Source: an optimization exercise on an open RTL-to-GDS flow (aim: small area, a short achievable clock period and few clock cycles per item). Production flows keep margins and buffers that such runs may drop.
At most, simulation tests tie the RTL to the original design; equivalence was not proved.

== maple ==
// sec_sha256
module sec_sha256 (
    input  wire         clk,
    input  wire         rst,       
    input  wire         start,     
    input  wire         first,     
    input  wire [511:0] block,     
    output wire         ready,
    output wire [255:0] digest     
);
For scale: ~5200 cells after synthesis, about 1100 flip-flops, ~770 I/O pins.
export LEC_CHECK = 0
export CAP_MARGIN = 20
export CORE_MARGIN = 2
export CORE_UTILIZATION = 40
export CTS_BUF_LIST = sky130_fd_sc_hd__clkbuf_8 sky130_fd_sc_hd__clkbuf_16
export CTS_CLUSTER_DIAMETER = 120
export CTS_CLUSTER_SIZE = 16
export SLEW_MARGIN = 20
create_clock -name core_clock -period 11.0 [get_ports {clk}]
standard.sh (not shown) runs the stock make flow with config.mk's settings and CLKGATE_MAP_FILE= SYNTH_SCRIPT=/design/flow/synth_recipe.tcl, a recipe that flattens the netlist after the stock synthesis.
==> flow/flow/run.sh <==
#!/bin/bash
# Standard ORFS layout (the standard.sh) with two changes to how it is made:
#  * port buffers use the small sky130_fd_sc_hd__buf_1 instead of the default pick;
#  * timing repair aims for extra setup slack beyond the clock period.
set -euo pipefail
export BUFFER_PORTS_ARGS="-buffer_cell sky130_fd_sc_hd__buf_1"
export SETUP_SLACK_MARGIN=6
bash standard.sh > standard_sh.log 2>&1
Inputs modified between maple and onyx:
Settings: CTS_BUF_LIST: sky130_fd_sc_hd__clkbuf_8 sky130_fd_sc_hd__clkbuf_16 -> sky130_fd_sc_hd__clkbuf_16; CTS_CLUSTER_SIZE: 16 -> 24; CTS_CLUSTER_DIAMETER: 120 -> 150.
## What came out
- Summary — global-route wire length before repair, onyx relative to maple: lower, by 1500 µm.
- Changes observed in onyx relative to maple: fmax fell by about 0.3%, non-clock buffer count saw an increase, signed area change from the synthesized netlist to the final layout down 1.7 points.
- onyx ended up with fewer standard cells than maple.
- Comparing onyx and maple, maximum level of the CTS H-tree is lower on onyx.
- Relative to maple, setup slack has decreased by 0.015 ns in onyx.
- Data required time of the critical path in onyx vs maple: down 0.02 ns
- The design area in onyx was lower than what maple gave.
- Between onyx and maple, global-route usage is higher for maple, onyx comes in under that.
Here is what was changed in the inputs of tundra compared with onyx.
Settings: a deleted CTS_CLUSTER_SIZE that had been 24; a deleted CTS_BUF_LIST that had been sky130_fd_sc_hd__clkbuf_16; a deleted CTS_CLUSTER_DIAMETER that had been 150.
## What came out
Changes observed in tundra relative to onyx: fmax fell by about 0.7%, met3 global-route usage rose by 1.3 points, count of final max-slew check failures stayed essentially flat, area overhead of the layout relative to synthesis rose by 4.7 points. Looking only at post-CTS setup buffer count, and setting everything else aside, the higher value of tundra and onyx goes to onyx. tundra against onyx: total routing usage reported by global routing saw an increase, number of clock-tree buffers in the layout saw an increase.
No functional check of the RTL was part of any run of this note.

* * *

== before ==
The RTL this note starts from:
==> flow/design.v <==
module sec_sha256 (
    input  wire         clk,
    input  wire         rst,       
    input  wire         start,     
    input  wire         first,     
    input  wire [511:0] block,     
    output wire         ready,
    output wire [255:0] digest     
);
    localparam [255:0] IV = {32'h6a09e667, 32'hbb67ae85, 32'h3c6ef372, 32'ha54ff53a,
                             32'h510e527f, 32'h9b05688c, 32'h1f83d9ab, 32'h5be0cd19};
    localparam [31:0] K0 = 32'h428a2f98;
    reg       busy;
    reg [5:0] cnt;      
    reg       round0;   
    reg       last;     
    reg       fin;      
    assign ready = ~busy;
    always @(posedge clk) begin
        if (rst) begin
            busy   <= 1'b0;
            cnt    <= 6'd0;
            round0 <= 1'b0;
            last   <= 1'b0;
            fin    <= 1'b0;
        end else if (busy) begin
            cnt    <= cnt + 6'd1;
            round0 <= 1'b0;
            last   <= (cnt == 6'd62);
            fin    <= (cnt == 6'd60) | (cnt == 6'd61) | (cnt == 6'd62);
            if (last) busy <= 1'b0;
        end else begin
            cnt    <= 6'd0;
            round0 <= start;
            last   <= 1'b0;
            fin    <= 1'b0;
            if (start) busy <= 1'b1;
        end
    end
    reg [31:0] H0, H1, H2, H3, H4, H5, H6, H7;
    reg [31:0] a, b, c, d, e, f, g, h;
    reg [31:0] W [0:15];    
    reg [31:0] p;           
    function [31:0] add32(input [31:0] u, input [31:0] v);
        reg [31:0] g, p, G, P, G2, P2;
        integer i, l, dd;
        begin
            g = u & v; p = u ^ v; G = g; P = p;
            for (l = 0; l < 5; l = l + 1) begin
                dd = 1 << l; G2 = G; P2 = P;
                for (i = 0; i < 32; i = i + 1)
                    if ((i / dd) % 2 == 1) begin
                        G2[i] = G[i] | (P[i] & G[(i/dd)*dd - 1]);
                        P2[i] = P[i] & P[(i/dd)*dd - 1];
                    end
                G = G2; P = P2;
            end
            add32 = p ^ {G[30:0], 1'b0};
        end
    endfunction
    function [63:0] csa(input [31:0] x, input [31:0] y, input [31:0] z);
        csa = {((x & y) | (x & z) | (y & z)) << 1, x ^ y ^ z};
    endfunction
    wire [31:0] s1_e = {e[5:0], e[31:6]} ^ {e[10:0], e[31:11]} ^ {e[24:0], e[31:25]};
    wire [31:0] ch   = (e & f) ^ (~e & g);
    wire [31:0] s0_a = {a[1:0], a[31:2]} ^ {a[12:0], a[31:13]} ^ {a[21:0], a[31:22]};
    wire [31:0] maj  = (a & b) | (a & c) | (b & c);
    reg [31:0] xa, xe;
    wire [63:0] ca1 = csa(s1_e, ch, p);
    wire [63:0] ca2 = csa(s0_a, maj, xa);
    wire [63:0] ca3 = csa(ca1[31:0], ca1[63:32], ca2[31:0]);
    wire [63:0] ca4 = csa(ca3[31:0], ca3[63:32], ca2[63:32]);
    wire [31:0] a_new = add32(ca4[31:0], ca4[63:32]);
    wire [63:0] ce1 = csa(d, p, xe);
    wire [63:0] ce2 = csa(ce1[31:0], ce1[63:32], s1_e);
    wire [63:0] ce3 = csa(ce2[31:0], ce2[63:32], ch);
    wire [31:0] e_new = add32(ce3[31:0], ce3[63:32]);
    wire [31:0] w1   = W[1];
    wire [31:0] w14  = W[14];
    wire [31:0] ss0  = {w1[6:0], w1[31:7]} ^ {w1[17:0], w1[31:18]} ^ {3'b000, w1[31:3]};
    wire [31:0] ss1  = {w14[16:0], w14[31:17]} ^ {w14[18:0], w14[31:19]} ^ {10'b0, w14[31:10]};
    wire [63:0] cw1   = csa(ss1, ss0, W[9]);
    wire [63:0] cw2   = csa(cw1[31:0], cw1[63:32], W[0]);
    wire [31:0] w_new = add32(cw2[31:0], cw2[63:32]);
    reg  [31:0] kn;
    wire [5:0]  cnt_next = busy ? cnt + 6'd1 : 6'd0;
    always @(posedge clk) begin
        case (cnt_next)
            6'd0: kn <= 32'h71374491;
            6'd1: kn <= 32'hb5c0fbcf;
            6'd2: kn <= 32'he9b5dba5;
            6'd3: kn <= 32'h3956c25b;
            6'd4: kn <= 32'h59f111f1;
            6'd5: kn <= 32'h923f82a4;
            6'd6: kn <= 32'hab1c5ed5;
            6'd7: kn <= 32'hd807aa98;
            6'd8: kn <= 32'h12835b01;
            6'd9: kn <= 32'h243185be;
            6'd10: kn <= 32'h550c7dc3;
            6'd11: kn <= 32'h72be5d74;
            6'd12: kn <= 32'h80deb1fe;
            6'd13: kn <= 32'h9bdc06a7;
            6'd14: kn <= 32'hc19bf174;
            6'd15: kn <= 32'he49b69c1;
            6'd16: kn <= 32'hefbe4786;
            6'd17: kn <= 32'h0fc19dc6;
            6'd18: kn <= 32'h240ca1cc;
            6'd19: kn <= 32'h2de92c6f;
            6'd20: kn <= 32'h4a7484aa;
            6'd21: kn <= 32'h5cb0a9dc;
            6'd22: kn <= 32'h76f988da;
            6'd23: kn <= 32'h983e5152;
            6'd24: kn <= 32'ha831c66d;
            6'd25: kn <= 32'hb00327c8;
            6'd26: kn <= 32'hbf597fc7;
            6'd27: kn <= 32'hc6e00bf3;
            6'd28: kn <= 32'hd5a79147;
            6'd29: kn <= 32'h06ca6351;
            6'd30: kn <= 32'h14292967;
            6'd31: kn <= 32'h27b70a85;
            6'd32: kn <= 32'h2e1b2138;
            6'd33: kn <= 32'h4d2c6dfc;
            6'd34: kn <= 32'h53380d13;
            6'd35: kn <= 32'h650a7354;
            6'd36: kn <= 32'h766a0abb;
            6'd37: kn <= 32'h81c2c92e;
            6'd38: kn <= 32'h92722c85;
            6'd39: kn <= 32'ha2bfe8a1;
            6'd40: kn <= 32'ha81a664b;
            6'd41: kn <= 32'hc24b8b70;
            6'd42: kn <= 32'hc76c51a3;
            6'd43: kn <= 32'hd192e819;
            6'd44: kn <= 32'hd6990624;
            6'd45: kn <= 32'hf40e3585;
            6'd46: kn <= 32'h106aa070;
            6'd47: kn <= 32'h19a4c116;
            6'd48: kn <= 32'h1e376c08;
            6'd49: kn <= 32'h2748774c;
            6'd50: kn <= 32'h34b0bcb5;
            6'd51: kn <= 32'h391c0cb3;
            6'd52: kn <= 32'h4ed8aa4a;
            6'd53: kn <= 32'h5b9cca4f;
            6'd54: kn <= 32'h682e6ff3;
            6'd55: kn <= 32'h748f82ee;
            6'd56: kn <= 32'h78a5636f;
            6'd57: kn <= 32'h84c87814;
            6'd58: kn <= 32'h8cc70208;
            6'd59: kn <= 32'h90befffa;
            6'd60: kn <= 32'ha4506ceb;
            6'd61: kn <= 32'hbef9a3f7;
            6'd62: kn <= 32'hc67178f2;
            6'd63: kn <= 32'h00000000;
        endcase
    end
    wire [63:0] cp1    = csa(g, kn, W[1]);
    wire [31:0] p_run  = add32(cp1[31:0], cp1[63:32]);
    wire [31:0] p_init = K0 + block[511:480];
    wire [31:0] h_init = first ? IV[31:0] : H7;
    wire [31:0] fa_a  = add32(H3, a);
    wire [31:0] fa_e  = add32(H7, e);
    integer i;
    always @(posedge clk) begin
        for (i = 0; i < 15; i = i + 1)
            W[i] <= busy ? W[i+1] : block[511 - 32*i -: 32];
        W[15] <= busy ? w_new : block[31:0];
        p <= busy ? p_run : p_init;
        if (!busy) begin
            xa <= h_init;
            xe <= h_init;
        end else if (cnt == 6'd62) begin
            xa <= H0;
            xe <= H4;
        end else begin
            xa <= 32'd0;
            xe <= 32'd0;
        end
        if (busy) begin
            a <= a_new; b <= a; c <= b; d <= c;
            e <= e_new; f <= e; g <= f; h <= g;
        end else if (first) begin
            {a, b, c, d, e, f, g, h} <= IV;
        end else begin
            {a, b, c, d, e, f, g, h} <= {H0, H1, H2, H3, H4, H5, H6, H7};
        end
        if (!busy) begin
            if (start && first)
                {H0, H1, H2, H3, H4, H5, H6, H7} <= IV;
        end else begin
            if (fin) begin
                H1 <= fa_a; H2 <= H1; H3 <= H2;
                H5 <= fa_e; H6 <= H5; H7 <= H6;
            end
            if (last) begin
                H0 <= a_new;
                H4 <= e_new;
            end
        end
    end
    assign digest = {H0, H1, H2, H3, H4, H5, H6, H7};
endmodule
==> flow/config.mk <==
export PLATFORM = sky130hd
export DESIGN_NAME = sec_sha256
export DESIGN_NICKNAME = sec_sha256
export VERILOG_FILES = /design/flow/design.v
export SDC_FILE = /design/flow/constraint.sdc
export NUM_CORES = 4
export LEC_CHECK = 0
export CAP_MARGIN = 20
export CORE_MARGIN = 2
export CORE_UTILIZATION = 40
export SLEW_MARGIN = 20
==> flow/constraint.sdc <==
create_clock -name core_clock -period 11.0 [get_ports {clk}]
set_input_delay 2.2000 -clock core_clock [delete_from_list [all_inputs] [get_ports {clk}]]
set_output_delay 2.2000 -clock core_clock [all_outputs]
set_load 0.01 [all_outputs]
==> flow/flow/run.sh <==
#!/bin/bash
# Standard ORFS layout (the standard.sh) with two changes to how it is made:
#  * port buffers use the small sky130_fd_sc_hd__buf_1 instead of the default pick;
#  * timing repair aims for extra setup slack beyond the clock period.
set -euo pipefail
export BUFFER_PORTS_ARGS="-buffer_cell sky130_fd_sc_hd__buf_1"
export SETUP_SLACK_MARGIN=7
bash standard.sh > standard_sh.log 2>&1
Testbench counts of before, summed over its fixed seeds: cycles 25,415, blocks 391.
Modified inputs, after compared to before
-- flow/flow/run.sh --
<<< before, line 7
export SETUP_SLACK_MARGIN=7
>>> after, line 7
export SETUP_SLACK_MARGIN=6
Notes after the runs:
Number of standard cells in the layout, taps in and fillers out was higher in before than in after.
Cmp after vs before: number of gates on the worst path with buffers counted higher in after
Comparing after and before, the higher global-route met3 utilization is on after.

re-timing with driven ports:
How much do the figures lean on ideal ports? The routed layouts below were timed once more, with nothing changed but the port constraints. Step 1 assumes that a clkbuf_16 drives the clock port and a buf_2 every other input. Step 2 adds t to the input delays and takes it off the output delays; t is the mean of the earliest and latest rising clock arrival at the registers after step 1. Input paths then give back, and output paths get back, about the clock's delay inside the block. Three values: ideal, step 1, step 2; two values: the first two.
| run | t (ns) | slack for setup (ns) | slew at the worst register clock pin (ns) | cell pins on the clock port's net |
|---|---|---|---|---|
| maple | 0.791 | 6.035 / 6.035 / 6.035 | 0.09 / 0.09 | 1 |
| onyx | 0.774 | 6.019 / 6.019 / 6.019 | 0.12 / 0.12 | 1 |
| tundra | 0.836 | 5.986 / 5.986 / 5.986 | 0.07 / 0.07 | 1 |
| before | 0.828 | 6.120 / 6.120 / 6.120 | 0.07 / 0.07 | 1 |
| after | 0.837 | 6.059 / 6.059 / 5.613 | 0.07 / 0.07 | 1 |
After both steps setup and hold are still met in every run listed. The setup slack of after, which loses most, moves by 0.000 ns with the drivers and by -0.446 ns with both steps.
